Background: an optimization exercise with open tools, aiming at small area, a short achievable clock period and few clock cycles per item. Do not read the settings as production practice. Where RTL was checked, it was by simulation tests only, not by an equivalence proof against the original. Function not checked in run 4: the RTL went through the layout flow alone. Power is estimated from default activity; no workload was simulated.

==> flow/design.v <==
module rs72_gf_mul (
    input  wire [7:0] a,
    input  wire [7:0] b,
    output wire [7:0] p
);
    reg [7:0] acc;
    reg [7:0] sh;
    integer i;
    always @* begin
        acc = 8'h00;
        sh  = a;
        for (i = 0; i < 8; i = i + 1) begin
            acc = acc ^ (sh & {8{b[i]}});
            sh  = {sh[6:0], 1'b0} ^ (sh[7] ? 8'h1D : 8'h00);
        end
    end
    assign p = acc;
endmodule
module rs72_gf_inv (
    input  wire [7:0] x,
    output wire [7:0] y
);
    function [3:0] m16(input [3:0] a, input [3:0] b);
        reg [6:0] r;
        begin
            r = ({7{b[0]}} & {3'b0, a}) ^ ({7{b[1]}} & {2'b0, a, 1'b0}) ^
                ({7{b[2]}} & {1'b0, a, 2'b0}) ^ ({7{b[3]}} & {a, 3'b0});
            m16 = r[3:0] ^ {2'b00, r[4], r[4]} ^ {1'b0, r[5], r[5], 1'b0} ^ {r[6], r[6], 2'b00};
        end
    endfunction
    function [3:0] i16(input [3:0] a);
        case (a)
            4'h0: i16 = 4'h0; 4'h1: i16 = 4'h1; 4'h2: i16 = 4'h9; 4'h3: i16 = 4'hE;
            4'h4: i16 = 4'hD; 4'h5: i16 = 4'hB; 4'h6: i16 = 4'h7; 4'h7: i16 = 4'h6;
            4'h8: i16 = 4'hF; 4'h9: i16 = 4'h2; 4'hA: i16 = 4'hC; 4'hB: i16 = 4'h5;
            4'hC: i16 = 4'hA; 4'hD: i16 = 4'h4; 4'hE: i16 = 4'h3; 4'hF: i16 = 4'h8;
        endcase
    endfunction
    wire [7:0] c = ({8{x[0]}} & 8'h01) ^ ({8{x[1]}} & 8'h23) ^ ({8{x[2]}} & 8'h43) ^
                   ({8{x[3]}} & 8'h29) ^ ({8{x[4]}} & 8'h3E) ^ ({8{x[5]}} & 8'hC4) ^
                   ({8{x[6]}} & 8'h4B) ^ ({8{x[7]}} & 8'h12);
    wire [3:0] ah = c[7:4];
    wire [3:0] al = c[3:0];
    wire [3:0] d  = m16(m16(ah, ah), 4'h8) ^ m16(ah, al) ^ m16(al, al);
    wire [3:0] di = i16(d);
    wire [3:0] rh = m16(ah, di);
    wire [3:0] rl = m16(ah ^ al, di);
    assign y = ({8{rl[0]}} & 8'h01) ^ ({8{rl[1]}} & 8'h4E) ^ ({8{rl[2]}} & 8'h99) ^
               ({8{rl[3]}} & 8'h44) ^ ({8{rh[0]}} & 8'hCE) ^ ({8{rh[1]}} & 8'h4D) ^
               ({8{rh[2]}} & 8'h4B) ^ ({8{rh[3]}} & 8'hF2);
endmodule
module rs72_decoder (
    input  wire        clk,
    input  wire        rst,
    input  wire        in_valid,
    output wire        in_ready,
    input  wire [7:0]  in_sym,
    input  wire        in_erase,
    output wire        out_valid,
    input  wire        out_ready,
    output wire        out_fail,
    output wire [2:0]  out_count,
    output wire [27:0] out_pos,
    output wire [31:0] out_mag,
    output wire [3:0]  out_loc
);
    localparam [7:0] ALPHA_71 = 8'hBC;    
    function [7:0] gmul(input [7:0] a, input [7:0] b);
        reg [7:0] acc;
        reg [7:0] sh;
        integer i;
        begin
            acc = 8'h00;
            sh  = a;
            for (i = 0; i < 8; i = i + 1) begin
                acc = acc ^ (sh & {8{b[i]}});
                sh  = {sh[6:0], 1'b0} ^ (sh[7] ? 8'h1D : 8'h00);
            end
            gmul = acc;
        end
    endfunction
    reg       in_ready_r;
    reg       v_r;
    reg [7:0] sym_r;
    reg       era_r;
    always @(posedge clk) begin
        sym_r <= in_sym;
        era_r <= in_erase;
        v_r   <= in_valid & in_ready_r & ~rst;
    end
    assign in_ready = in_ready_r;
    reg [7:0] xl;                
    reg [7:0] s1 [0:3];
    reg [2:0] ecnt;              
    reg [7:0] ex1 [0:3];
    wire       s1_last = (xl == 8'h01);
    wire [7:0] h0 = s1[0] ^ sym_r;
    wire [7:0] h1 = gmul(s1[1], 8'h02) ^ sym_r;
    wire [7:0] h2 = gmul(s1[2], 8'h04) ^ sym_r;
    wire [7:0] h3 = gmul(s1[3], 8'h08) ^ sym_r;
    wire [7:0] xl_step = gmul(xl, 8'h8E);
    wire       hand12 = v_r & s1_last;
    wire [2:0] e_fin = (era_r && ecnt < 3'd5) ? ecnt + 3'd1 : ecnt;
    always @(posedge clk) begin
        if (rst) begin
            xl   <= ALPHA_71;
            ecnt <= 3'd0;
            s1[0] <= 8'h00; s1[1] <= 8'h00; s1[2] <= 8'h00; s1[3] <= 8'h00;
        end else if (v_r) begin
            if (s1_last) begin
                xl   <= ALPHA_71;
                ecnt <= 3'd0;
                s1[0] <= 8'h00; s1[1] <= 8'h00; s1[2] <= 8'h00; s1[3] <= 8'h00;
            end else begin
                xl   <= xl_step;
                s1[0] <= h0; s1[1] <= h1; s1[2] <= h2; s1[3] <= h3;
                if (era_r) begin
                    if (ecnt < 3'd4) ex1[ecnt[1:0]] <= xl;
                    if (ecnt < 3'd5) ecnt <= ecnt + 3'd1;
                end
            end
        end
    end
    localparam [4:0] PC_PRE = 5'd7,  PC_SIG0 = 5'd8, PC_SIG1 = 5'd14,
                     PC_DEC = 5'd16, PC_LAM  = 5'd17, PC_OM = 5'd25;
    reg        s2_busy;          
    reg        s2_done;          
    reg        s2_fail;
    reg        s2_clean;
    reg  [4:0] pc;
    reg  [2:0] e2;               
    reg  [2:0] nq;               
    reg  [2:0] len2;             
    reg  [7:0] t  [0:3];         
    reg  [7:0] g  [1:4];         
    reg  [7:0] exq [0:3];        
    reg  [7:0] sg [0:2];         
    reg  [1:0] m1sel;
    reg  [3:0] m2sel;
    reg  [2:0] dsel;
    reg        acc;
    reg        we;
    always @* begin
        m1sel = 2'd0; m2sel = 4'd0; dsel = 3'd0; acc = 1'b0; we = 1'b1;
        case (pc)
        5'd0:  begin m1sel = 2'd0; m2sel = 4'd2; dsel = 3'd3; acc = 1'b1; end  
        5'd1:  begin m1sel = 2'd0; m2sel = 4'd1; dsel = 3'd2; acc = 1'b1; end  
        5'd2:  begin m1sel = 2'd0; m2sel = 4'd0; dsel = 3'd1; acc = 1'b1; end  
        5'd3:  begin m1sel = 2'd0; m2sel = 4'd6; dsel = 3'd7; acc = 1'b1; end  
        5'd4:  begin m1sel = 2'd0; m2sel = 4'd5; dsel = 3'd6; acc = 1'b1; end  
        5'd5:  begin m1sel = 2'd0; m2sel = 4'd4; dsel = 3'd5; acc = 1'b1; end  
        5'd6:  begin m1sel = 2'd0; m2sel = 4'd8; dsel = 3'd4; acc = 1'b1; end  
        5'd8:  begin m1sel = 2'd1; m2sel = 4'd2; dsel = 3'd4; acc = 1'b0; end  
        5'd9:  begin m1sel = 2'd2; m2sel = 4'd1; dsel = 3'd4; acc = 1'b1; end  
        5'd10: begin m1sel = 2'd1; m2sel = 4'd3; dsel = 3'd5; acc = 1'b0; end  
        5'd11: begin m1sel = 2'd2; m2sel = 4'd2; dsel = 3'd5; acc = 1'b1; end  
        5'd12: begin m1sel = 2'd2; m2sel = 4'd3; dsel = 3'd6; acc = 1'b0; end  
        5'd13: begin m1sel = 2'd3; m2sel = 4'd2; dsel = 3'd6; acc = 1'b1; end  
        5'd14: begin m1sel = 2'd1; m2sel = 4'd3; dsel = 3'd6; acc = 1'b0; end  
        5'd15: begin m1sel = 2'd2; m2sel = 4'd2; dsel = 3'd6; acc = 1'b1; end  
        5'd17: begin m1sel = 2'd1; m2sel = 4'd7; dsel = 3'd7; acc = 1'b0; end  
        5'd18: begin m1sel = 2'd2; m2sel = 4'd6; dsel = 3'd7; acc = 1'b1; end  
        5'd19: begin m1sel = 2'd1; m2sel = 4'd6; dsel = 3'd6; acc = 1'b0; end  
        5'd20: begin m1sel = 2'd2; m2sel = 4'd5; dsel = 3'd6; acc = 1'b1; end  
        5'd21: begin m1sel = 2'd1; m2sel = 4'd5; dsel = 3'd5; acc = 1'b0; end  
        5'd22: begin m1sel = 2'd2; m2sel = 4'd4; dsel = 3'd5; acc = 1'b1; end  
        5'd23: begin m1sel = 2'd1; m2sel = 4'd4; dsel = 3'd4; acc = 1'b0; end  
        5'd24: begin m1sel = 2'd2; m2sel = 4'd8; dsel = 3'd4; acc = 1'b1; end  
        5'd25: begin m1sel = 2'd1; m2sel = 4'd3; dsel = 3'd3; acc = 1'b0; end  
        5'd26: begin m1sel = 2'd2; m2sel = 4'd2; dsel = 3'd3; acc = 1'b1; end  
        5'd27: begin m1sel = 2'd1; m2sel = 4'd2; dsel = 3'd2; acc = 1'b0; end  
        5'd28: begin m1sel = 2'd2; m2sel = 4'd1; dsel = 3'd2; acc = 1'b1; end  
        5'd29: begin m1sel = 2'd1; m2sel = 4'd1; dsel = 3'd1; acc = 1'b0; end  
        5'd30: begin m1sel = 2'd2; m2sel = 4'd0; dsel = 3'd1; acc = 1'b1; end  
        5'd31: begin m1sel = 2'd1; m2sel = 4'd0; dsel = 3'd0; acc = 1'b0; end  
        default: we = 1'b0;
        endcase
    end
    reg [7:0] m1, m2;
    always @* begin
        case (m1sel)
        2'd0: m1 = exq[0];
        2'd1: m1 = sg[0];
        2'd2: m1 = sg[1];
        default: m1 = sg[2];
        endcase
        case (m2sel)
        4'd0: m2 = t[0];
        4'd1: m2 = t[1];
        4'd2: m2 = t[2];
        4'd3: m2 = t[3];
        4'd4: m2 = g[1];
        4'd5: m2 = g[2];
        4'd6: m2 = g[3];
        4'd7: m2 = g[4];
        default: m2 = 8'h01;
        endcase
    end
    wire [7:0] prod;
    rs72_gf_mul u_mul (.a(m1), .b(m2), .p(prod));
    reg [7:0] dcur;
    always @* begin
        case (dsel)
        3'd0: dcur = t[0];
        3'd1: dcur = t[1];
        3'd2: dcur = t[2];
        3'd3: dcur = t[3];
        3'd4: dcur = g[1];
        3'd5: dcur = g[2];
        3'd6: dcur = g[3];
        default: dcur = g[4];
        endcase
    end
    wire [7:0] dnew = (acc ? dcur : 8'h00) ^ prod;
    wire tz0 = (t[0] == 8'h00);
    wire tz1 = (t[1] == 8'h00);
    wire tz2 = (t[2] == 8'h00);
    wire tz3 = (t[3] == 8'h00);
    wire clean = tz0 & tz1 & tz2 & tz3;
    wire sz0 = (sg[0] == 8'h00);
    wire sz1 = (sg[1] == 8'h00);
    wire gz1 = (g[1] == 8'h00);
    wire gz2 = (g[2] == 8'h00);
    wire gz3 = (g[3] == 8'h00);
    reg  [1:0] dec_l;
    reg        dec_ok;
    always @* begin
        dec_l  = 2'd0;
        dec_ok = 1'b1;
        case (e2)
        3'd0: begin
            if (!sz0 && gz1 && gz2) begin dec_l = 2'd1; dec_ok = !sz1; end
            else if (!gz1)          begin dec_l = 2'd2; dec_ok = !gz3; end
            else                    dec_ok = 1'b0;
        end
        3'd1: begin
            if (tz1 && tz2 && tz3)  dec_l = 2'd0;
            else if (!sz0 && gz3)   begin dec_l = 2'd1; dec_ok = !sz1; end
            else                    dec_ok = 1'b0;
        end
        3'd2: begin
            if (tz2 && tz3)         dec_l = 2'd0;
            else if (!tz2)          begin dec_l = 2'd1; dec_ok = !tz3; end
            else                    dec_ok = 1'b0;
        end
        3'd3: dec_ok = tz3;
        default: dec_l = 2'd0;
        endcase
    end
    wire hand23;
    wire s2_busy_n = hand12 | (s2_busy & ~hand23);
    integer k;
    always @(posedge clk) begin
        if (rst) begin
            s2_busy <= 1'b0;
            s2_done <= 1'b0;
        end else begin
            s2_busy <= s2_busy_n;
            if (hand12) begin
                s2_done  <= (e_fin > 3'd4);
                s2_fail  <= (e_fin > 3'd4);
                s2_clean <= 1'b0;
                e2   <= e_fin;
                nq   <= e_fin;
                len2 <= e_fin;
                pc   <= (e_fin == 3'd0) ? PC_PRE : 5'd0;
                t[0] <= h0; t[1] <= h1; t[2] <= h2; t[3] <= h3;
                for (k = 1; k <= 4; k = k + 1) g[k] <= 8'h00;
                for (k = 0; k < 4; k = k + 1)
                    exq[k] <= (era_r && ecnt == k) ? xl : ex1[k];
            end else if (hand23) begin
                s2_done <= 1'b0;
            end else if (s2_busy && !s2_done) begin
                if (we) begin
                    case (dsel)
                    3'd0: t[0] <= dnew;
                    3'd1: t[1] <= dnew;
                    3'd2: t[2] <= dnew;
                    3'd3: t[3] <= dnew;
                    3'd4: g[1] <= dnew;
                    3'd5: g[2] <= dnew;
                    3'd6: g[3] <= dnew;
                    default: g[4] <= dnew;
                    endcase
                end
                case (pc)
                5'd6: begin
                    exq[0] <= exq[1]; exq[1] <= exq[2]; exq[2] <= exq[3];
                    nq <= nq - 3'd1;
                    pc <= (nq == 3'd1) ? PC_PRE : 5'd0;
                end
                PC_PRE: begin
                    case (e2)
                    3'd0: begin sg[0] <= t[0]; sg[1] <= t[1]; sg[2] <= t[2]; end
                    3'd1: begin sg[0] <= t[1]; sg[1] <= t[2]; sg[2] <= t[3]; end
                    default: begin sg[0] <= t[2]; sg[1] <= t[3]; sg[2] <= 8'h00; end
                    endcase
                    pc <= (e2 == 3'd0) ? PC_SIG0 : (e2 == 3'd1) ? PC_SIG1 : PC_DEC;
                end
                5'd13, 5'd15: pc <= PC_DEC;
                PC_DEC: begin
                    len2 <= e2 + {1'b0, dec_l};
                    if (e2 <= 3'd1) begin g[3] <= 8'h00; g[4] <= 8'h00; end
                    if (e2 == 3'd0) begin
                        if (dec_l == 2'd2) begin
                            g[1] <= g[2]; g[2] <= g[3];
                            sg[0] <= g[1]; sg[1] <= g[2]; sg[2] <= g[3];
                        end else begin
                            g[1] <= 8'h00; g[2] <= 8'h00;
                            sg[2] <= 8'h00;
                        end
                    end else if (dec_l == 2'd0) begin
                        sg[0] <= 8'h01; sg[1] <= 8'h00; sg[2] <= 8'h00;
                    end else begin
                        sg[2] <= 8'h00;
                    end
                    if (clean || !dec_ok || dec_l == 2'd0) begin
                        s2_done  <= 1'b1;
                        s2_clean <= clean;
                        s2_fail  <= !clean && !dec_ok;
                    end
                    pc <= (dec_l == 2'd2) ? PC_OM : PC_LAM;
                end
                5'd31: s2_done <= 1'b1;
                default: pc <= pc + 5'd1;
                endcase
            end
        end
    end
    reg        c_act;
    reg  [6:0] idx;
    reg  [2:0] rcnt;
    reg  [2:0] len3;
    reg  [7:0] c_s0;             
    reg  [7:0] c_s1, c_s2;       
    reg  [7:0] c_l [1:4];        
    reg  [7:0] c_w [0:3];        
    reg        o_valid;
    reg        o_fail;
    reg  [2:0] o_count;
    reg  [6:0] o_pos [0:3];
    reg  [7:0] o_mag [0:3];
    reg  [3:0] o_loc;
    wire s3_free = ~c_act & (~o_valid | out_ready);
    assign hand23 = s2_done & s3_free;
    wire [7:0] lam_val = c_s0 ^ c_l[1] ^ c_l[2] ^ c_l[3] ^ c_l[4];
    wire [7:0] sig_val = c_s0 ^ c_s1 ^ c_s2;
    wire [7:0] den     = c_l[1] ^ c_l[3];
    wire [7:0] om_val  = c_w[0] ^ c_w[1] ^ c_w[2] ^ c_w[3];
    wire       is_root = (lam_val == 8'h00);
    wire       located = (sig_val == 8'h00);
    wire [7:0] den_inv;
    wire [7:0] yval;
    rs72_gf_inv u_inv (.x(den), .y(den_inv));
    rs72_gf_mul u_y (.a(om_val), .b(den_inv), .p(yval));
    wire       put = c_act & is_root & (yval != 8'h00);
    wire [2:0] rcnt_n = rcnt + {2'b00, is_root};
    wire       c_end = c_act & (idx == 7'd0);
    wire       c_bad = (rcnt_n != len3);
    always @(posedge clk) begin
        if (rst) begin
            c_act   <= 1'b0;
            o_valid <= 1'b0;
        end else if (hand23) begin
            o_valid <= s2_clean | s2_fail;
            o_fail  <= s2_fail;
            o_count <= 3'd0;
            o_loc   <= 4'd0;
            for (k = 0; k < 4; k = k + 1) begin
                o_pos[k] <= 7'd0;
                o_mag[k] <= 8'h00;
            end
            c_act <= ~(s2_clean | s2_fail);
            idx   <= 7'd71;
            rcnt  <= 3'd0;
            len3  <= len2;
            c_s0  <= sg[0];
            c_s1  <= sg[1];
            c_s2  <= sg[2];
            for (k = 1; k <= 4; k = k + 1) c_l[k] <= g[k];
            for (k = 0; k < 4; k = k + 1) c_w[k] <= (k < len2) ? t[k] : 8'h00;
        end else if (c_act) begin
            c_s1   <= gmul(c_s1,   8'h8E);
            c_s2   <= gmul(c_s2,   8'h47);
            c_l[1] <= gmul(c_l[1], 8'h8E);
            c_l[2] <= gmul(c_l[2], 8'h47);
            c_l[3] <= gmul(c_l[3], 8'hAD);
            c_l[4] <= gmul(c_l[4], 8'hD8);
            c_w[1] <= gmul(c_w[1], 8'h8E);
            c_w[2] <= gmul(c_w[2], 8'h47);
            c_w[3] <= gmul(c_w[3], 8'hAD);
            rcnt   <= rcnt_n;
            idx    <= idx - 7'd1;
            if (c_end) begin
                c_act   <= 1'b0;
                o_valid <= 1'b1;
                o_fail  <= c_bad;
            end
            if (c_end && c_bad) begin
                o_count <= 3'd0;
                o_loc   <= 4'd0;
                for (k = 0; k < 4; k = k + 1) begin
                    o_pos[k] <= 7'd0;
                    o_mag[k] <= 8'h00;
                end
            end else if (put) begin
                o_count  <= o_count + 3'd1;
                o_loc    <= {o_loc[2:0], located};
                o_pos[0] <= idx;
                o_mag[0] <= yval;
                for (k = 1; k < 4; k = k + 1) begin
                    o_pos[k] <= o_pos[k-1];
                    o_mag[k] <= o_mag[k-1];
                end
            end
        end else if (o_valid && out_ready) begin
            o_valid <= 1'b0;
        end
    end
    wire [7:0] xl_n = rst ? ALPHA_71 : (v_r ? (s1_last ? ALPHA_71 : xl_step) : xl);
    wire       near_end_n = (xl_n == 8'h02) | (xl_n == 8'h01);
    always @(posedge clk)
        in_ready_r <= rst | ~s2_busy_n | ~near_end_n;
    assign out_valid = o_valid;
    assign out_fail  = o_fail;
    assign out_count = o_count;
    assign out_pos   = {o_pos[3], o_pos[2], o_pos[1], o_pos[0]};
    assign out_mag   = {o_mag[3], o_mag[2], o_mag[1], o_mag[0]};
    assign out_loc   = o_loc;
endmodule
==> flow/run.sh <==
#!/bin/bash
# synth_recipe.tcl (not shown) runs the flow's synth.tcl, then flattens the netlist and writes it again
# the make line also repeats each setting of config.mk as NAME=value (left out here)
make -C /OpenROAD-flow-scripts/flow DESIGN_CONFIG=/design/flow/config.mk WORK_HOME=/design/flow/orfs CLKGATE_MAP_FILE= SYNTH_SCRIPT=/design/flow/synth_recipe.tcl finish
==> flow/config.mk <==
export PLATFORM = sky130hd
export DESIGN_NAME = rs72_decoder
export DESIGN_NICKNAME = rs72_decoder
export VERILOG_FILES = /design/flow/design.v
export SDC_FILE = /design/flow/constraint.sdc
export NUM_CORES = 4
export LEC_CHECK = 0
export CAP_MARGIN = 20
export CORE_MARGIN = 2
export CORE_UTILIZATION = 40
export SLEW_MARGIN = 20
==> flow/constraint.sdc <==
create_clock -name core_clock -period 25.0 [get_ports {clk}]
set_input_delay 5.0000 -clock core_clock [delete_from_list [all_inputs] [get_ports {clk}]]
set_output_delay 5.0000 -clock core_clock [all_outputs]
set_load 0.01 [all_outputs]
==> impl_metrics.csv, run 1 <==
group,metric,value,unit
run_status,outcome,"complete, no violations",
placed_design,place_inst,3372,
die,die_h,253,µm
synth,synth.distinct_cells,85,
grt,grt_pass1_vias,18600,
synth,netlist_area,24800,µm²
timing,setup_tns,0,ns
cells_and_area,antenna_cells,0,
hold_path,min_path_type,"reg2reg",
timing,rsz0062_at_grt,"false",
critical_path,critPathBufInv,2,
cells_and_area,fill_cells,5759,
cells_and_area,final_cell_mix,"nand2_1, edfxtp_1, xnor2_1",
cells_and_area,regArea,11300,µm²
cts,cts.repair.resized,0,
power_and_ir_drop,swShare,0.208,
placed_design,dp_slack,16.37,ns
synth,yosysWarnings,12,
critical_path,critical_path.slowest_cell,"xnor2_4",
drt,routedWlPerCell,21.3,µm
grt,antenna_found_initial,0,
synth,synthArstFlopShare,0,
critical_path,required,25.21,ns
drt,drt_iter0_markers,2190,
cells_and_area,multi_input_area,12900,µm²
cts,cts-htree-levels,2,
cts,cts_tree,"done",
timing,fin_crit_sh,0.350,
drt,antenna_left,0,
power_and_ir_drop,p_leak,0.0100,µW
power_and_ir_drop,switchingPower,299,µW
timing,finalMaxSlewViolations,0,
timing,final_hold_viol_count,0,
grt,grt_overflow,0,
power_and_ir_drop,clockPowerShare,0.475,
cts,clockBufferDepth,3,
timing,fin_skew,0.0323,ns
power_and_ir_drop,internal_power,1140,µW
critical_path,start_kind,"register",
timing,slew_headroom,0.250,
grt,globalRouteTotalUtil,0.227,
synth,synthCells,2565,
synth,post_synth.cell_area_avg,9.68,µm²
power_and_ir_drop,p_per_area,51.4,nW/µm²
critical_path,critPathTopFamily,"XOR/XNOR gates",
drt,vias,19300,
drt,vias_per_cell,5.59,
drt,wl,73600,µm
cts,cts_made_buffers,44,
synth,synth_ff_type,"edfxtp_1",
synth,synth-edff-count,337,
critical_path,crit_arrival,8.95,ns
placed_design,place.gp.congestion,0.975,
die,core-area,61600,µm²
power_and_ir_drop,combPwrFrac,0.026,
die,die_width,253,µm
critical_path,cpMostUsedCell,"xor2_1",
power_and_ir_drop,pwr-share-seq,0.500,
cells_and_area,fin_nets,2628,
cts,cts_setup_buffers,0,
cts,clock_latency,0.59,ns
timing,min_period,8.74,ns
cts,cts_root_buf,"clkbuf_16",
cells_and_area,final_common_cell,"nand2_1",
drt,drc,0,
synth,ys_seq_elements,395,
critical_path,worstSetupPathType,"reg2reg",
cells_and_area,drive_above_1_share,0.0776,
grt,grt_first_pass_wirelength,112000,µm
cells_and_area,area_delta_synth_final,13.0,%
power_and_ir_drop,power.total,1440,µW
placed_design,io_buffers,82,
flow_run,maxCapViolations,0,
synth,yosysSeqAreaShare,0.454,
placed_design,dpl.hpwl,51200,µm
synth,syn_nets,2612,
cts,ctsHoldBuffers,0,
timing,timing.fmax,114,MHz
die,start_util,0.403,
timing,setup_ws,16.26,ns
die,rows,91,
drt,drt-pass1-iter-count,8,
cells_and_area,final_util,0.456,
grt,grt_start_max_net_pins,89,
cts,clock-sinks,395,
critical_path,crit_path_max_incr_delay,0.77,ns
die,dieArea,64100,µm²
timing,finalSetupViolCount,0,
die,ioPinCount,83,
critical_path,end_kind,"register",
cts,clk_pin_slew,0.06,ns
critical_path,cp_max_fo,67,
timing,tightest_slew,1.12,ns
power_and_ir_drop,vdd_drop_max,47.6,µV
cells_and_area,final_cells,3453,
[Yosys cell counts (17+ instances only)]
cell / number / share of area
mux2_2: 18 / 0.0082
ha_1: 33 / 0.017
xnor2_1: 278 / 0.098
a22oi_1: 31 / 0.0094
nor2b_1: 40 / 0.010
a31oi_1: 19 / 0.0048
nand3_1: 63 / 0.013
nor4_1: 17 / 0.0043
xor2_1: 89 / 0.031
nor3_1: 20 / 0.0040
dfxtp_1: 58 / 0.047
o21ai_0: 172 / 0.035
nor2_1: 263 / 0.040
clkbuf_1: 137 / 0.021
edfxtp_1: 337 / 0.41
a21oi_1: 163 / 0.033
a211oi_1: 28 / 0.0085
and2_1: 90 / 0.023
inv_1: 40 / 0.0060
mux2i_1: 64 / 0.026
nand2_1: 340 / 0.051
[final timing paths]
kind / end / cells past startpoint / slack [ns] / start
setup / recovery: o_mag[1][0]$_SDFFCE_PP0P_ / 26 / 16.26 / c_l[1][6]$_DFFE_PP_
hold / removal: v_r$_DFF_P_ / 1 / 0.51 / in_ready_r$_DFF_P_
setup reg to reg: o_mag[1][0]$_SDFFCE_PP0P_ / 26 / 16.26 / c_l[1][6]$_DFFE_PP_
hold reg to reg: v_r$_DFF_P_ / 1 / 0.51 / in_ready_r$_DFF_P_
[per-stage QoR]
stage	area [µm²]	hold slack, ns
floorplan	24800	0.424
global placement	26500	0.479
detailed placement	26500	0.475
CTS	28100	0.508
global route	28100	0.527
finish	28100	0.509
[state kept, by name (all words and copies together) (netlist names), 5 cells and up]
name and count:
c_l 32, c_w 32, ex1 32, exq 32, g 32, o_mag 32
s1 32, t 32, o_pos 28, sg 24, c_s0 8, c_s1 8
c_s2 8, sym_r 8, xl 8, idx 7, pc 5
[per-layer routing]
layer | vias to the layer above | GRT usage | wire length (µm)
met2 | 866 | 0.371 | 33900
met4 | 0 | 0.0923 | 3130
met3 | 182 | 0.0329 | 5980
li1 | 9021 | - | -
met1 | 9250 | 0.303 | 30600
met5 | - | 0 | 0
[power by group through the flow]
stage | clock network (µW) | registers, µW | logic [µW]
global route | 721 | 721 | 41.1
detailed placement | 0 | 734 | 36.8
floorplan | 0 | 729 | 30.2
CTS | 697 | 720 | 37.1
finish | 684 | 720 | 37.4
global placement | 0 | 734 | 36.5
[cell families after synthesis]
family,count (synthesis),synth area share
buf+inv,200,0.0319
compound gates,530,0.129
fa+ha+maj,34,0.0174
mux,86,0.0372
xor+xnor,409,0.164
simple gates,911,0.166
flops,395,0.454
[cell type report]
cell class / instances / share of cell area
clock buffers: 65 / 0.0480
clock inverters: 16 / 0.00687
inverters: 43 / 0.00575
multi-input cells: 1970 / 0.459
flip-flops and latches: 395 / 0.402
well taps: 837 / 0.0373
repair buffers: 127 / 0.0412
Testbench counts, summed over its fixed seeds: cycles 231,033, words 3,200.
==> run 2, diff against run 1 <==
--- a/flow/design.v
+++ b/flow/design.v
@@ -342,5 +342,5 @@
     reg  [7:0] o_mag [0:3];
     reg  [3:0] o_loc;
-    wire s3_free = ~c_act & (~o_valid | out_ready);
+    wire s3_free = ~c_act & ~o_valid;
     assign hand23 = s2_done & s3_free;
     wire [7:0] lam_val = c_s0 ^ c_l[1] ^ c_l[2] ^ c_l[3] ^ c_l[4];
--- a/flow/config.mk
+++ b/flow/config.mk
@@ -6,4 +6,5 @@
 export NUM_CORES = 4
 export LEC_CHECK = 0
+export ABC_CLOCK_PERIOD_IN_PS = 3000
 export CAP_MARGIN = 20
 export CORE_MARGIN = 2
==> run 2 against run 1 <==
- sequential cell count is the same
- count of clock-buffer cells in the layout fell by 3
- final cell count up 1.9%
- still clean
- setup slack worse by 0.56 ns
- sequential power hardly changed
- via count is 2.4% higher
- clock skew is 0.012 ns lower
- synthesized cell count increased by 2.4%
- clock power down 3.2%
- worst hold slack worse by 0.017 ns
- die area rose by 1.1%
- critical path type unchanged
==> impl_metrics.csv, run 2 <==
group,metric,value,unit
run_status,outcome,"complete, no violations",
drt,routedWlPerCell,20.8,µm
cts,cts-htree-levels,2,
grt,grt_start_max_net_pins,90,
timing,finalSetupViolCount,0,
critical_path,cpMostUsedCell,"buf_4",
timing,fin_crit_sh,0.372,
grt,grt_pass1_vias,19200,
hold_path,min_path_type,"reg2reg",
cells_and_area,final_cell_mix,"nand2_1, edfxtp_1, xnor2_1",
synth,ys_seq_elements,395,
grt,globalRouteTotalUtil,0.225,
synth,yosysWarnings,12,
die,rows,91,
grt,grt_first_pass_wirelength,113000,µm
placed_design,dpl_cell_area,26800,µm²
critical_path,reg2reg_to,"o_pos[3][0]$_SDFFCE_PP0P_",
flow_run,maxCapViolations,0,
synth,synth_top_area_cell,"edfxtp_1",
drt,drt_iter0_markers,2205,
grt,grt_overflow,0,
power_and_ir_drop,combPwrFrac,0.026,
critical_path,cp-startpoint,"c_l[3][5]$_DFFE_PP_",
placed_design,dp_slack,15.82,ns
power_and_ir_drop,switchingPower,297,µW
critical_path,critical_path.slowest_cell,"a2111oi_0",
cts,clk_pin_slew,0.06,ns
synth,synthTopCellsByCount,"nand2_1, edfxtp_1, xnor2_1, nor2_1, a21oi_1",
die,die_width,255,µm
timing,slew_headroom,0.212,
power_and_ir_drop,swShare,0.209,
timing,tightest_slew,1.15,ns
die,core-area,61900,µm²
power_and_ir_drop,pwr-share-seq,0.507,
cts,cts_made_buffers,43,
power_and_ir_drop,vdd_drop_max,54.7,µV
synth,synth_most_common_cell,"nand2_1",
timing,timing.fmax,108,MHz
critical_path,crit_end,"o_pos[3][0]$_SDFFCE_PP0P_",
critical_path,end_kind,"register",
die,dieArea,64800,µm²
cells_and_area,final_common_cell,"nand2_1",
cts,clock-sinks,395,
cts,ctsHoldBuffers,0,
die,ioPinCount,83,
critical_path,r2r_cells,31,
drt,drc,0,
cts,cts_root_buf,"clkbuf_16",
cells_and_area,fill_cells,5927,
timing,setup_tns,0,ns
timing,min_period,9.30,ns
power_and_ir_drop,clockPowerShare,0.466,
critical_path,worstSetupPathType,"reg2reg",
cts,cts_setup_buffers,0,
timing,fin_skew,0.0198,ns
synth,syn_nets,2674,
drt,drt-pass1-iter-count,5,
critical_path,r2r_start,"c_l[3][5]$_DFFE_PP_",
synth,synth_top_area_share,0.403,
placed_design,place.gp.congestion,0.967,
power_and_ir_drop,power.total,1420,µW
critical_path,required,25.19,ns
cells_and_area,drive_above_1_share,0.0712,
die,start_util,0.406,
timing,setup_ws,15.70,ns
timing,finalMaxSlewViolations,0,
synth,synth_area_leaders,"edfxtp_1, xnor2_1, nand2_1, dfxtp_1, a21oi_1",
power_and_ir_drop,p_per_area,50.1,nW/µm²
synth,post_synth.cell_area_avg,9.56,µm²
placed_design,dpl.hpwl,52300,µm
placed_design,io_buffers,82,
drt,antenna_left,0,
critical_path,start_kind,"register",
timing,rsz0062_at_grt,"false",
critical_path,cp_max_fo,67,
cts,clockBufferDepth,3,
synth,synth.distinct_cells,88,
cts,clock_latency,0.58,ns
power_and_ir_drop,internal_power,1120,µW
power_and_ir_drop,p_leak,0.0101,µW
drt,vias_per_cell,5.62,
synth,synthCells,2627,
drt,vias,19800,
cts,cts.repair.resized,0,
cells_and_area,area_delta_synth_final,12.7,%
critical_path,ff2ff_setup_slack,15.70,ns
synth,yosysSeqAreaShare,0.449,
drt,wl,73300,µm
timing,final_hold_viol_count,0,
synth,netlist_area,25100,µm²
critical_path,crit_path_max_incr_delay,0.84,ns
die,die_h,255,µm
synth,synth_ff_type,"edfxtp_1",
synth,synth-edff-count,337,
synth,synthArstFlopShare,0,
cells_and_area,antenna_cells,0,
grt,antenna_found_initial,1,
critical_path,crit_arrival,9.49,ns
cells_and_area,design_area,28300,µm²
cells_and_area,fin_nets,2694,
cts,cts_tree,"done",
-- run 2: cell count changes after synthesis, moves of 10 or more --
cell,previous run,this run
nand2_1,340,389
a21oi_1,163,192
nor3_1,20,38
nor4_1,17,27
mux2_2,18,6
o21ai_0,172,152
a221oi_1,16,4
-- run 2: how the worst min path moves through the flow --
stage	to	slack [ns]	depth (start not counted)	startpoint
floorplan	len3[2]$_DFFE_PP_	0.42	0	len2[2]$_DFFE_PP_
global placement	v_r$_DFF_P_	0.47	1	in_ready_r$_DFF_P_
detailed placement	c_s0[7]$_DFFE_PP_	0.47	0	sg[0][7]$_DFFE_PP_
CTS	c_s0[7]$_DFFE_PP_	0.49	0	sg[0][7]$_DFFE_PP_
global route	c_s0[7]$_DFFE_PP_	0.51	0	sg[0][7]$_DFFE_PP_
finish	c_s0[1]$_DFFE_PP_	0.49	0	sg[0][1]$_DFFE_PP_
-- run 2: routing by layer --
metal | GRT usage | vias to the layer above | wire [µm]
met3 | 0.0329 | 146 | 5610
li1 | - | 9289 | -
met2 | 0.351 | 818 | 32900
met1 | 0.318 | 9536 | 32300
met4 | 0.0797 | 2 | 2480
met5 | 0 | - | 13
-- run 2: critical path, delay by kind of cell, from the launching register on --
family                     cells  cell delay [ns]
AOI/OAI and AO/OA              5             1.88
xor gates and xnor gates       8             2.02
adders and majority gates      3             0.96
buffers and inverters          6             1.80
DFF                            1             0.43
muxes                          1             0.23
and+or+nand+nor                8             1.52
-- run 2: cells by family (layout without fill, tap and decap cells) --
group,Yosys count,count (layout),synth area share
AO/OA/AOI/OAI,563,563,0.137
XOR/XNOR,415,415,0.165
adder cells (fa/ha/maj),35,35,0.0177
buffers and inverters,189,244,0.0292
flip-flops,395,395,0.449
multiplexers,68,68,0.0297
AND/OR/NAND/NOR,962,962,0.172
-- run 2: power by group through the flow --
stage | Clock [µW] | Sequential, µW | Combinational, µW
2_1_floorplan | 0 | 729 | 30.0
3_3_place_gp | 0 | 733 | 36.6
3_5_place_dp | 0 | 734 | 36.9
4_1_cts | 674 | 720 | 37.3
5_1_grt | 701 | 720 | 41.2
6_report | 662 | 720 | 37.5
-- run 2: layout make-up --
cell class	count	area, µm²	share of cell area
multi-input cells	2043	13200	0.467
clock inverters	18	210	0.00743
repair buffers	127	1150	0.0408
clock buffers	62	1260	0.0446
well taps	837	1050	0.0370
inverters	37	139	0.00491
flip-flops and latches	395	11300	0.399
-- run 2: stage by stage --
step           hold WS [ns]  instances  utilization
3_3_place_gp          0.471       3439        0.433
6_report              0.492       3519        0.457
3_5_place_dp          0.473       3439        0.433
2_1_floorplan         0.424       2627            -
4_1_cts               0.488       3519        0.457
5_1_grt               0.511       3519        0.457
Testbench counts of run 2, summed over its fixed seeds: cycles 231,038, words 3,200.
==> run 3, diff against run 2 <==
--- a/flow/config.mk
+++ b/flow/config.mk
@@ -6,5 +6,4 @@
 export NUM_CORES = 4
 export LEC_CHECK = 0
-export ABC_CLOCK_PERIOD_IN_PS = 3000
 export CAP_MARGIN = 20
 export CORE_MARGIN = 2
==> run 3 against run 2 <==
- still clean
- sequential share of layout area did not move
- maximum frequency did not move
- area after synthesis did not move
- sequential power barely moved
- clock skew did not move
- utilization did not move
- largest cell class unchanged
- highest routed layer unchanged
==> impl_metrics.csv, run 3 <==
group,metric,value,unit
drt,drc,0,
cts,clock_latency,0.58,ns
die,dieArea,64800,µm²
die,ioPinCount,83,
synth,synth_area_leaders,"edfxtp_1, xnor2_1, nand2_1, dfxtp_1, a21oi_1",
die,start_util,0.406,
cells_and_area,area_delta_synth_final,12.7,%
cts,clk_pin_slew,0.06,ns
cells_and_area,fin_nets,2694,
placed_design,place_inst,3439,
critical_path,crit_path_max_incr_delay,0.84,ns
synth,synth-simple-area-share,0.172,
cells_and_area,drive_above_1_share,0.0712,
timing,timing.fmax,108,MHz
synth,synth_top_family_by_area,"simple AND/OR/NAND/NOR gates",
cts,cts.repair.resized,0,
die,core-area,61900,µm²
timing,hold_ws,0.492,ns
cells_and_area,fill_cells,5927,
critical_path,worstSetupPathType,"reg2reg",
cells_and_area,final_cell_mix,"nand2_1, edfxtp_1, xnor2_1",
cts,ctsHoldBuffers,0,
flow_run,maxCapViolations,0,
synth,ys_seq_elements,395,
synth,synthXorXnorAreaFrac,0.165,
die,die_width,255,µm
synth,synth_top_area_cell,"edfxtp_1",
synth,synthTopCellsByCount,"nand2_1, edfxtp_1, xnor2_1, nor2_1, a21oi_1",
grt,globalRouteTotalUtil,0.225,
cts,cts_tree,"done",
drt,vias,19800,
power_and_ir_drop,p_per_area,50.1,nW/µm²
synth,yosysWarnings,12,
synth,yosysSeqAreaShare,0.449,
critical_path,critical_path.slowest_cell,"a2111oi_0",
synth,synth_top_area_share,0.403,
timing,final_hold_viol_count,0,
drt,drt_iter0_markers,2205,
synth,syn_nets,2674,
timing,tightest_slew,1.15,ns
synth,netlist_area,25100,µm²
critical_path,cp-startpoint,"c_l[3][5]$_DFFE_PP_",
power_and_ir_drop,vdd_drop_max,54.7,µV
placed_design,dpl.hpwl,52300,µm
timing,fin_crit_sh,0.372,
synth,synth_ff_type,"edfxtp_1",
grt,grt_start_max_net_pins,90,
cells_and_area,design_area,28300,µm²
synth,synth-adder-area-share,0.0177,
die,die_h,255,µm
timing,fin_skew,0.0198,ns
drt,vias_per_cell,5.62,
synth,synthCells,2627,
critical_path,end_kind,"register",
critical_path,required,25.19,ns
grt,antenna_found_initial,1,
critical_path,start_kind,"register",
timing,finalSetupViolCount,0,
synth,muxShareOfSynthArea,0.0297,
grt,grt_pass1_vias,19200,
run_status,outcome,"complete, no violations",
cts,cts-htree-levels,2,
cells_and_area,antenna_cells,0,
cts,clock-sinks,395,
timing,min_period,9.30,ns
timing,finalMaxSlewViolations,0,
synth,synth.distinct_cells,88,
synth,synth_most_common_cell,"nand2_1",
cts,cts_setup_buffers,0,
hold_path,worstHoldStart,"sg[0][1]$_DFFE_PP_",
synth,synth-edff-count,337,
critical_path,cp_max_fo,67,
timing,slew_headroom,0.212,
timing,setup_tns,0,ns
synth,synth_compound_area_frac,0.137,
timing,rsz0062_at_grt,"false",
power_and_ir_drop,p_leak,0.0101,µW
cts,cts_made_buffers,43,
die,rows,91,
drt,drt-pass1-iter-count,5,
drt,antenna_left,0,
cells_and_area,final_common_cell,"nand2_1",
cts,cts_root_buf,"clkbuf_16",
synth,synthArstFlopShare,0,
grt,grt_first_pass_wirelength,113000,µm
critical_path,cpMostUsedCell,"buf_4",
drt,routedWlPerCell,20.8,µm
synth,post_synth.cell_area_avg,9.56,µm²
grt,grt_overflow,0,
cts,clockBufferDepth,3,
placed_design,place.gp.congestion,0.967,
critical_path,crit_arrival,9.49,ns
placed_design,dpl_cell_area,26800,µm²
drt,wl,73300,µm
cells_and_area,final_cells,3519,
critical_path,r2r_start,"c_l[3][5]$_DFFE_PP_",
hold_path,min_path_type,"reg2reg",
placed_design,io_buffers,82,
==> run 3: final timing paths <==
check,end,slack (ns),cells after the start
worst max-delay path,o_pos[3][0]$_SDFFCE_PP0P_,15.70,31
worst min-delay path,c_s0[1]$_DFFE_PP_,0.49,0
worst max register to register,o_pos[3][0]$_SDFFCE_PP0P_,15.70,31
worst min register to register,c_s0[1]$_DFFE_PP_,0.49,0
==> run 3: cells by family (layout without fill, tap and decap cells) <==
kind of cell,count (synthesis),after routing
flops,395,395
fa+ha+maj,35,35
simple gates,962,962
mux,68,68
compound gates,563,563
xor+xnor,415,415
buf+inv,189,244
==> run 3: cell type report <==
cell class | instances | area (µm²) | share of cell area
tap | 837 | 1050 | 0.0370
timing repair buffer | 127 | 1150 | 0.0408
multi-input combinational | 2043 | 13200 | 0.467
clock inverter | 18 | 210 | 0.00743
inverter | 37 | 139 | 0.00491
clock buffer | 62 | 1260 | 0.0446
sequential | 395 | 11300 | 0.399
==> run 3: through the flow <==
step	utilization	total power [µW]	worst slack (ns)
floorplan	-	759	13.50
global placement	0.433	770	16.03
detailed placement	0.433	771	15.82
CTS	0.457	1430	15.77
global route	0.457	1460	14.98
finish	0.457	1420	15.70
==> run 3: worst max-delay path: cells and delay by family (launching register included) <==
family	cells	cell delay, ns
adder cells (fa/ha/maj)	3	0.96
XOR/XNOR	8	2.02
multiplexers	1	0.23
buffers and inverters	6	1.80
AND/OR/NAND/NOR	8	1.52
flip-flops	1	0.43
AO/OA/AOI/OAI	5	1.88
==> run 3: report_power, final <==
| part | switching [µW] | internal [µW] |
|---|---|---|
| clock | 267 | 394 |
| combinational | 20.9 | 16.6 |
| sequential | 8.76 | 711 |
==> run 3: metal layers <==
layer	part of all wire	up-vias	wire length, µm	track usage
met2	0.45	818	32900	0.351
met4	0.034	2	2480	0.0797
met1	0.44	9536	32300	0.318
met5	0.00018	-	13	0
met3	0.077	146	5610	0.0329
li1	-	9289	-	-
==> run 4, diff against run 3 <==
--- a/flow/design.v
+++ b/flow/design.v
@@ -122,11 +122,12 @@
         end
     end
-    localparam [4:0] PC_PRE = 5'd7,  PC_SIG0 = 5'd8, PC_SIG1 = 5'd14,
-                     PC_DEC = 5'd16, PC_LAM  = 5'd17, PC_OM = 5'd25;
+    localparam [5:0] PC_PRE = 6'd7,  PC_SIG0 = 6'd8, PC_SIG1 = 6'd14,
+                     PC_FLG = 6'd16, PC_LAM  = 6'd17, PC_OM = 6'd25,
+                     PC_DEC = 6'd32;
     reg        s2_busy;          
     reg        s2_done;          
     reg        s2_fail;
     reg        s2_clean;
-    reg  [4:0] pc;
+    reg  [5:0] pc;
     reg  [2:0] e2;               
     reg  [2:0] nq;               
@@ -144,34 +145,34 @@
         m1sel = 2'd0; m2sel = 4'd0; dsel = 3'd0; acc = 1'b0; we = 1'b1;
         case (pc)
-        5'd0:  begin m1sel = 2'd0; m2sel = 4'd2; dsel = 3'd3; acc = 1'b1; end  
-        5'd1:  begin m1sel = 2'd0; m2sel = 4'd1; dsel = 3'd2; acc = 1'b1; end  
-        5'd2:  begin m1sel = 2'd0; m2sel = 4'd0; dsel = 3'd1; acc = 1'b1; end  
-        5'd3:  begin m1sel = 2'd0; m2sel = 4'd6; dsel = 3'd7; acc = 1'b1; end  
-        5'd4:  begin m1sel = 2'd0; m2sel = 4'd5; dsel = 3'd6; acc = 1'b1; end  
-        5'd5:  begin m1sel = 2'd0; m2sel = 4'd4; dsel = 3'd5; acc = 1'b1; end  
-        5'd6:  begin m1sel = 2'd0; m2sel = 4'd8; dsel = 3'd4; acc = 1'b1; end  
-        5'd8:  begin m1sel = 2'd1; m2sel = 4'd2; dsel = 3'd4; acc = 1'b0; end  
-        5'd9:  begin m1sel = 2'd2; m2sel = 4'd1; dsel = 3'd4; acc = 1'b1; end  
-        5'd10: begin m1sel = 2'd1; m2sel = 4'd3; dsel = 3'd5; acc = 1'b0; end  
-        5'd11: begin m1sel = 2'd2; m2sel = 4'd2; dsel = 3'd5; acc = 1'b1; end  
-        5'd12: begin m1sel = 2'd2; m2sel = 4'd3; dsel = 3'd6; acc = 1'b0; end  
-        5'd13: begin m1sel = 2'd3; m2sel = 4'd2; dsel = 3'd6; acc = 1'b1; end  
-        5'd14: begin m1sel = 2'd1; m2sel = 4'd3; dsel = 3'd6; acc = 1'b0; end  
-        5'd15: begin m1sel = 2'd2; m2sel = 4'd2; dsel = 3'd6; acc = 1'b1; end  
-        5'd17: begin m1sel = 2'd1; m2sel = 4'd7; dsel = 3'd7; acc = 1'b0; end  
-        5'd18: begin m1sel = 2'd2; m2sel = 4'd6; dsel = 3'd7; acc = 1'b1; end  
-        5'd19: begin m1sel = 2'd1; m2sel = 4'd6; dsel = 3'd6; acc = 1'b0; end  
-        5'd20: begin m1sel = 2'd2; m2sel = 4'd5; dsel = 3'd6; acc = 1'b1; end  
-        5'd21: begin m1sel = 2'd1; m2sel = 4'd5; dsel = 3'd5; acc = 1'b0; end  
-        5'd22: begin m1sel = 2'd2; m2sel = 4'd4; dsel = 3'd5; acc = 1'b1; end  
-        5'd23: begin m1sel = 2'd1; m2sel = 4'd4; dsel = 3'd4; acc = 1'b0; end  
-        5'd24: begin m1sel = 2'd2; m2sel = 4'd8; dsel = 3'd4; acc = 1'b1; end  
-        5'd25: begin m1sel = 2'd1; m2sel = 4'd3; dsel = 3'd3; acc = 1'b0; end  
-        5'd26: begin m1sel = 2'd2; m2sel = 4'd2; dsel = 3'd3; acc = 1'b1; end  
-        5'd27: begin m1sel = 2'd1; m2sel = 4'd2; dsel = 3'd2; acc = 1'b0; end  
-        5'd28: begin m1sel = 2'd2; m2sel = 4'd1; dsel = 3'd2; acc = 1'b1; end  
-        5'd29: begin m1sel = 2'd1; m2sel = 4'd1; dsel = 3'd1; acc = 1'b0; end  
-        5'd30: begin m1sel = 2'd2; m2sel = 4'd0; dsel = 3'd1; acc = 1'b1; end  
-        5'd31: begin m1sel = 2'd1; m2sel = 4'd0; dsel = 3'd0; acc = 1'b0; end  
+        6'd0:  begin m1sel = 2'd0; m2sel = 4'd2; dsel = 3'd3; acc = 1'b1; end  
+        6'd1:  begin m1sel = 2'd0; m2sel = 4'd1; dsel = 3'd2; acc = 1'b1; end  
+        6'd2:  begin m1sel = 2'd0; m2sel = 4'd0; dsel = 3'd1; acc = 1'b1; end  
+        6'd3:  begin m1sel = 2'd0; m2sel = 4'd6; dsel = 3'd7; acc = 1'b1; end  
+        6'd4:  begin m1sel = 2'd0; m2sel = 4'd5; dsel = 3'd6; acc = 1'b1; end  
+        6'd5:  begin m1sel = 2'd0; m2sel = 4'd4; dsel = 3'd5; acc = 1'b1; end  
+        6'd6:  begin m1sel = 2'd0; m2sel = 4'd8; dsel = 3'd4; acc = 1'b1; end  
+        6'd8:  begin m1sel = 2'd1; m2sel = 4'd2; dsel = 3'd4; acc = 1'b0; end  
+        6'd9:  begin m1sel = 2'd2; m2sel = 4'd1; dsel = 3'd4; acc = 1'b1; end  
+        6'd10: begin m1sel = 2'd1; m2sel = 4'd3; dsel = 3'd5; acc = 1'b0; end  
+        6'd11: begin m1sel = 2'd2; m2sel = 4'd2; dsel = 3'd5; acc = 1'b1; end  
+        6'd12: begin m1sel = 2'd2; m2sel = 4'd3; dsel = 3'd6; acc = 1'b0; end  
+        6'd13: begin m1sel = 2'd3; m2sel = 4'd2; dsel = 3'd6; acc = 1'b1; end  
+        6'd14: begin m1sel = 2'd1; m2sel = 4'd3; dsel = 3'd6; acc = 1'b0; end  
+        6'd15: begin m1sel = 2'd2; m2sel = 4'd2; dsel = 3'd6; acc = 1'b1; end  
+        6'd17: begin m1sel = 2'd1; m2sel = 4'd7; dsel = 3'd7; acc = 1'b0; end  
+        6'd18: begin m1sel = 2'd2; m2sel = 4'd6; dsel = 3'd7; acc = 1'b1; end  
+        6'd19: begin m1sel = 2'd1; m2sel = 4'd6; dsel = 3'd6; acc = 1'b0; end  
+        6'd20: begin m1sel = 2'd2; m2sel = 4'd5; dsel = 3'd6; acc = 1'b1; end  
+        6'd21: begin m1sel = 2'd1; m2sel = 4'd5; dsel = 3'd5; acc = 1'b0; end  
+        6'd22: begin m1sel = 2'd2; m2sel = 4'd4; dsel = 3'd5; acc = 1'b1; end  
+        6'd23: begin m1sel = 2'd1; m2sel = 4'd4; dsel = 3'd4; acc = 1'b0; end  
+        6'd24: begin m1sel = 2'd2; m2sel = 4'd8; dsel = 3'd4; acc = 1'b1; end  
+        6'd25: begin m1sel = 2'd1; m2sel = 4'd3; dsel = 3'd3; acc = 1'b0; end  
+        6'd26: begin m1sel = 2'd2; m2sel = 4'd2; dsel = 3'd3; acc = 1'b1; end  
+        6'd27: begin m1sel = 2'd1; m2sel = 4'd2; dsel = 3'd2; acc = 1'b0; end  
+        6'd28: begin m1sel = 2'd2; m2sel = 4'd1; dsel = 3'd2; acc = 1'b1; end  
+        6'd29: begin m1sel = 2'd1; m2sel = 4'd1; dsel = 3'd1; acc = 1'b0; end  
+        6'd30: begin m1sel = 2'd2; m2sel = 4'd0; dsel = 3'd1; acc = 1'b1; end  
+        6'd31: begin m1sel = 2'd1; m2sel = 4'd0; dsel = 3'd0; acc = 1'b0; end  
         default: we = 1'b0;
         endcase
@@ -213,14 +214,17 @@
     end
     wire [7:0] dnew = (acc ? dcur : 8'h00) ^ prod;
-    wire tz0 = (t[0] == 8'h00);
-    wire tz1 = (t[1] == 8'h00);
-    wire tz2 = (t[2] == 8'h00);
-    wire tz3 = (t[3] == 8'h00);
+    reg tz0, tz1, tz2, tz3, sz0, sz1, gz1, gz2, gz3;
+    always @(posedge clk) begin
+        tz0 <= (t[0] == 8'h00);
+        tz1 <= (t[1] == 8'h00);
+        tz2 <= (t[2] == 8'h00);
+        tz3 <= (t[3] == 8'h00);
+        sz0 <= (sg[0] == 8'h00);
+        sz1 <= (sg[1] == 8'h00);
+        gz1 <= (g[1] == 8'h00);
+        gz2 <= (g[2] == 8'h00);
+        gz3 <= (g[3] == 8'h00);
+    end
     wire clean = tz0 & tz1 & tz2 & tz3;
-    wire sz0 = (sg[0] == 8'h00);
-    wire sz1 = (sg[1] == 8'h00);
-    wire gz1 = (g[1] == 8'h00);
-    wire gz2 = (g[2] == 8'h00);
-    wire gz3 = (g[3] == 8'h00);
     reg  [1:0] dec_l;
     reg        dec_ok;
@@ -264,5 +268,5 @@
                 nq   <= e_fin;
                 len2 <= e_fin;
-                pc   <= (e_fin == 3'd0) ? PC_PRE : 5'd0;
+                pc   <= (e_fin == 3'd0) ? PC_PRE : 6'd0;
                 t[0] <= h0; t[1] <= h1; t[2] <= h2; t[3] <= h3;
                 for (k = 1; k <= 4; k = k + 1) g[k] <= 8'h00;
@@ -285,8 +289,8 @@
                 end
                 case (pc)
-                5'd6: begin
+                6'd6: begin
                     exq[0] <= exq[1]; exq[1] <= exq[2]; exq[2] <= exq[3];
                     nq <= nq - 3'd1;
-                    pc <= (nq == 3'd1) ? PC_PRE : 5'd0;
+                    pc <= (nq == 3'd1) ? PC_PRE : 6'd0;
                 end
                 PC_PRE: begin
@@ -296,7 +300,8 @@
                     default: begin sg[0] <= t[2]; sg[1] <= t[3]; sg[2] <= 8'h00; end
                     endcase
-                    pc <= (e2 == 3'd0) ? PC_SIG0 : (e2 == 3'd1) ? PC_SIG1 : PC_DEC;
+                    pc <= (e2 == 3'd0) ? PC_SIG0 : (e2 == 3'd1) ? PC_SIG1 : PC_FLG;
                 end
-                5'd13, 5'd15: pc <= PC_DEC;
+                6'd13, 6'd15: pc <= PC_FLG;
+                PC_FLG: pc <= PC_DEC;
                 PC_DEC: begin
                     len2 <= e2 + {1'b0, dec_l};
@@ -322,6 +327,6 @@
                     pc <= (dec_l == 2'd2) ? PC_OM : PC_LAM;
                 end
-                5'd31: s2_done <= 1'b1;
-                default: pc <= pc + 5'd1;
+                6'd31: s2_done <= 1'b1;
+                default: pc <= pc + 6'd1;
                 endcase
             end
@@ -342,20 +347,28 @@
     reg  [7:0] o_mag [0:3];
     reg  [3:0] o_loc;
-    wire s3_free = ~c_act & ~o_valid;
+    wire s3_free = ~c_act & ~p_act & ~o_valid;
     assign hand23 = s2_done & s3_free;
     wire [7:0] lam_val = c_s0 ^ c_l[1] ^ c_l[2] ^ c_l[3] ^ c_l[4];
     wire [7:0] sig_val = c_s0 ^ c_s1 ^ c_s2;
-    wire [7:0] den     = c_l[1] ^ c_l[3];
-    wire [7:0] om_val  = c_w[0] ^ c_w[1] ^ c_w[2] ^ c_w[3];
     wire       is_root = (lam_val == 8'h00);
-    wire       located = (sig_val == 8'h00);
+    wire [2:0] rcnt_n = rcnt + {2'b00, is_root};
+    wire       c_last = (idx == 7'd0);
+    reg        p_act, p_root, p_loc;
+    reg  [7:0] p_den, p_om;
+    always @(posedge clk) begin
+        p_act  <= c_act & ~rst;
+        p_root <= is_root;
+        p_loc  <= (sig_val == 8'h00);
+        p_den  <= c_l[1] ^ c_l[3];
+        p_om   <= c_w[0] ^ c_w[1] ^ c_w[2] ^ c_w[3];
+    end
     wire [7:0] den_inv;
     wire [7:0] yval;
-    rs72_gf_inv u_inv (.x(den), .y(den_inv));
-    rs72_gf_mul u_y (.a(om_val), .b(den_inv), .p(yval));
-    wire       put = c_act & is_root & (yval != 8'h00);
-    wire [2:0] rcnt_n = rcnt + {2'b00, is_root};
-    wire       c_end = c_act & (idx == 7'd0);
-    wire       c_bad = (rcnt_n != len3);
+    rs72_gf_inv u_inv (.x(p_den), .y(den_inv));
+    rs72_gf_mul u_y (.a(p_om), .b(den_inv), .p(yval));
+    wire [6:0] p_idx = idx + 7'd1;
+    wire       put = p_act & p_root & (yval != 8'h00);
+    wire       c_end = p_act & ~c_act;
+    wire       c_bad = (rcnt != len3);
     always @(posedge clk) begin
         if (rst) begin
@@ -380,5 +393,5 @@
             for (k = 1; k <= 4; k = k + 1) c_l[k] <= g[k];
             for (k = 0; k < 4; k = k + 1) c_w[k] <= (k < len2) ? t[k] : 8'h00;
-        end else if (c_act) begin
+        end else if (c_act | p_act) begin
             c_s1   <= gmul(c_s1,   8'h8E);
             c_s2   <= gmul(c_s2,   8'h47);
@@ -390,8 +403,10 @@
             c_w[2] <= gmul(c_w[2], 8'h47);
             c_w[3] <= gmul(c_w[3], 8'hAD);
-            rcnt   <= rcnt_n;
-            idx    <= idx - 7'd1;
+            if (c_act) begin
+                rcnt <= rcnt_n;
+                idx  <= idx - 7'd1;
+                if (c_last) c_act <= 1'b0;
+            end
             if (c_end) begin
-                c_act   <= 1'b0;
                 o_valid <= 1'b1;
                 o_fail  <= c_bad;
@@ -406,6 +421,6 @@
             end else if (put) begin
                 o_count  <= o_count + 3'd1;
-                o_loc    <= {o_loc[2:0], located};
-                o_pos[0] <= idx;
+                o_loc    <= {o_loc[2:0], p_loc};
+                o_pos[0] <= p_idx;
                 o_mag[0] <= yval;
                 for (k = 1; k < 4; k = k + 1) begin
==> run 4 against run 3 <==
- maximum frequency is 8.1% higher
- highest routed layer is now met4
- critical endpoint is now o_pos[2][4]$_SDFFCE_PP0P_
- first-iteration DRC count down 14%
- area after synthesis grew 4.0%
- setup slack better by 0.70 ns
- count of clock-buffer cells in the layout is 5 higher
- critical path type unchanged
==> impl_metrics.csv, run 4 <==
group,metric,value,unit
cts,cts_setup_buffers,0,
grt,grt_pass1_vias,19200,
synth,synthTopCellsByCount,"edfxtp_1, nand2_1, xnor2_1, nor2_1, o21ai_0",
run_status,outcome,"complete, no violations",
timing,final_hold_viol_count,0,
placed_design,io_buffers,82,
synth,synth-adder-area-share,0.0200,
critical_path,start_kind,"register",
cts,cts_root_buf,"clkbuf_16",
cells_and_area,final_cell_mix,"edfxtp_1, nand2_1, xnor2_1",
critical_path,worstSetupPathType,"reg2reg",
critical_path,end_kind,"register",
grt,antenna_found_initial,1,
synth,synth_top_area_share,0.388,
synth,synthXorXnorAreaFrac,0.159,
cts,clock_latency,0.60,ns
cells_and_area,regArea,11900,µm²
synth,ys_seq_elements,424,
cts,cts-htree-levels,2,
synth,muxShareOfSynthArea,0.0529,
synth,synth_most_common_cell,"edfxtp_1",
cts,cts.repair.resized,0,
timing,tightest_slew,1.14,ns
critical_path,cp_max_fo,67,
die,dieArea,67400,µm²
drt,routedWlPerCell,21.3,µm
synth,synth_top_family_by_area,"simple AND/OR/NAND/NOR gates",
drt,wl,74500,µm
power_and_ir_drop,swShare,0.217,
cts,ctsHoldBuffers,0,
die,rows,93,
die,core-area,64600,µm²
placed_design,place.gp.congestion,0.943,
synth,netlist_area,26100,µm²
cts,cts_made_buffers,47,
cells_and_area,fill_cells,6084,
timing,finalSetupViolCount,0,
placed_design,place_inst,3405,
grt,grt_start_max_net_pins,91,
power_and_ir_drop,vdd_drop_max,44.2,µV
critical_path,r2r_cells,24,
grt,grt_first_pass_wirelength,114000,µm
synth,synth-simple-area-share,0.159,
critical_path,cp-startpoint,"p_den[5]$_DFF_P_",
synth,yosysWarnings,12,
timing,timing.fmax,116,MHz
drt,vias_per_cell,5.63,
die,ioPinCount,83,
power_and_ir_drop,switchingPower,324,µW
cells_and_area,fin_nets,2650,
cells_and_area,final_cells,3494,
drt,vias,19700,
timing,fin_skew,0.0227,ns
die,start_util,0.405,
critical_path,crit_end,"o_pos[2][4]$_SDFFCE_PP0P_",
hold_path,min_path_type,"reg2reg",
cells_and_area,area_delta_synth_final,11.7,%
power_and_ir_drop,p_per_area,51.0,nW/µm²
power_and_ir_drop,pwr-share-seq,0.515,
synth,synthArstFlopShare,0,
grt,grt_overflow,0,
drt,drc,0,
die,die_h,260,µm
drt,antenna_left,0,
critical_path,r2r_start,"p_den[5]$_DFF_P_",
placed_design,dpl.hpwl,51900,µm
cts,cts_tree,"done",
cts,clockBufferDepth,3,
power_and_ir_drop,internal_power,1170,µW
drt,drt_iter0_markers,1890,
power_and_ir_drop,combPwrFrac,0.024,
synth,post_synth.cell_area_avg,10.0,µm²
die,die_width,260,µm
synth,synth_compound_area_frac,0.123,
timing,slew_headroom,0.238,
grt,grtUsageMet1,0.285,
hold_path,min_path_cells,0,
timing,rsz0062_at_grt,"false",
power_and_ir_drop,p_leak,0.0104,µW
timing,min_period,8.60,ns
grt,globalRouteTotalUtil,0.216,
critical_path,crit_arrival,8.83,ns
timing,fin_crit_sh,0.344,
synth,synth_top_area_cell,"edfxtp_1",
timing,finalMaxSlewViolations,0,
grt,grt_use_met3,0.0356,
synth,yosysSeqAreaShare,0.454,
power_and_ir_drop,clockPowerShare,0.461,
drt,drt-pass1-iter-count,7,
cts,clock-sinks,424,
synth,syn_nets,2653,
synth,synthCells,2602,
grt,top_usage_layer,"met2",
cells_and_area,multi_input_area,13500,µm²
grt,grtUsageMet2,0.355,
synth,synth_area_leaders,"edfxtp_1, xnor2_1, dfxtp_1, nand2_1, nor2_1",
critical_path,required,25.22,ns
cts,clk_pin_slew,0.06,ns
cells_and_area,drive_above_1_share,0.0777,
synth,synth_ff_type,"edfxtp_1",
synth,synth.distinct_cells,94,
cells_and_area,final_common_cell,"edfxtp_1",
critical_path,ff2ff_setup_slack,16.40,ns
flow_run,maxCapViolations,0,
timing,setup_tns,0,ns
synth,synth-edff-count,338,
critical_path,reg2reg_to,"o_pos[2][4]$_SDFFCE_PP0P_",
-- run 4: cell count changes after synthesis, moves of 20 or more --
cell     delta
nand2_1    -75
a21oi_1    -60
or4_1      +20
a22o_1     +23
mux2i_1    +30
dfxtp_1    +28
-- run 4: power groups by stage --
stage	combinational, µW	sequential, µW	clock (µW)
floorplan	30.0	776	0
global route	38.8	767	726
global placement	35.0	781	0
CTS	35.9	767	700
detailed placement	35.5	782	0
finish	35.8	767	688
-- run 4: layout make-up --
cell class / count / share of cell area
antenna: 1 / 0.0000857
clock buffer: 67 / 0.0453
clock inverter: 21 / 0.00703
tap: 855 / 0.0366
inverter: 38 / 0.00489
sequential: 424 / 0.407
timing repair buffer: 115 / 0.0364
multi-input combinational: 1973 / 0.463
-- run 4: worst min path at each step --
stage	startpoint	to	slack, ns
CTS	sg[0][0]$_DFFE_PP_	c_s0[0]$_DFFE_PP_	0.49
finish	sg[0][0]$_DFFE_PP_	c_s0[0]$_DFFE_PP_	0.49
global placement	len2[1]$_DFFE_PP_	len3[1]$_DFFE_PP_	0.47
floorplan	len2[2]$_DFFE_PP_	len3[2]$_DFFE_PP_	0.42
global route	sg[0][0]$_DFFE_PP_	c_s0[0]$_DFFE_PP_	0.50
detailed placement	len2[1]$_DFFE_PP_	len3[1]$_DFFE_PP_	0.48
-- run 4: logic make-up (layout without fill, tap and decap cells) --
| logic type | after synthesis | after routing |
|---|---|---|
| simple gates | 888 | 888 |
| fa+ha+maj | 42 | 42 |
| flops | 424 | 424 |
| other cells | 0 | 1 |
| xor+xnor | 425 | 425 |
| mux | 117 | 117 |
| compound gates | 501 | 501 |
| buf+inv | 205 | 241 |
-- run 4: worst max-delay path, stage by stage (launching register included) --
cell and delay [ns]:
dfxtp_1 0.89, xnor2_1 0.24, xnor2_1 0.80, ha_1 0.30, xnor2_1 0.16, xnor2_2 0.11, xnor2_2 0.25, xnor2_1 0.16
xnor2_1 0.33, inv_1 0.14, ha_1 0.22, inv_1 0.05, mux2i_1 0.06, mux2i_1 0.76, nand2_1 0.12, xor3_2 0.52
xor2_2 0.54, mux4_2 0.59, a221oi_1 0.34, xnor3_1 0.47, xor2_1 0.17, nand2_1 0.07, nor2_1 0.06, a31oi_4 0.18
buf_4 0.66
-- run 4: layer usage --
| layer | part of all wire | vias up |
|---|---|---|
| li1 | - | 9192 |
| met1 | 0.42 | 9546 |
| met2 | 0.47 | 776 |
| met3 | 0.074 | 164 |
| met4 | 0.037 | 0 |
| met5 | 0 | - |
-- run 4: through the flow --
step	power, µW	setup WS [ns]	area, µm²	utilization	hold slack (ns)
after detailed placement	817	16.09	27700	0.428	0.476
final	1490	16.40	29200	0.452	0.488
after global routing	1530	15.64	29200	0.452	0.502
after floorplan	806	12.05	26100	-	0.424
after CTS	1500	16.07	29200	0.452	0.487
after global placement	816	16.32	27700	0.428	0.467

[what the ideal ports hide]
Ports are ideal in the flow. The routed layouts listed here were re-timed in OpenROAD. Step 1: set_driving_cell puts a clkbuf_16 on clk and a buf_2 on each other input, an assumption about the parent block. Step 2, shift: input delay + t, output delay - t, t = (earliest + latest rising clock arrival at the registers) / 2. This alone moves slack from input paths to output paths. Slacks: ideal / step 1 / step 2; pairs: ideal / step 1.
run	shift t [ns]	setup slack, ns	worst register clock-pin slew, ns
run 1	0.629	16.256 / 16.256 / 16.256	0.06 / 0.06
run 2	0.629	15.700 / 15.700 / 15.700	0.07 / 0.07
run 3	0.629	15.700 / 15.700 / 15.700	0.07 / 0.07
run 4	0.648	16.395 / 16.395 / 16.395	0.07 / 0.07
After both steps setup and hold are still met in every run listed.
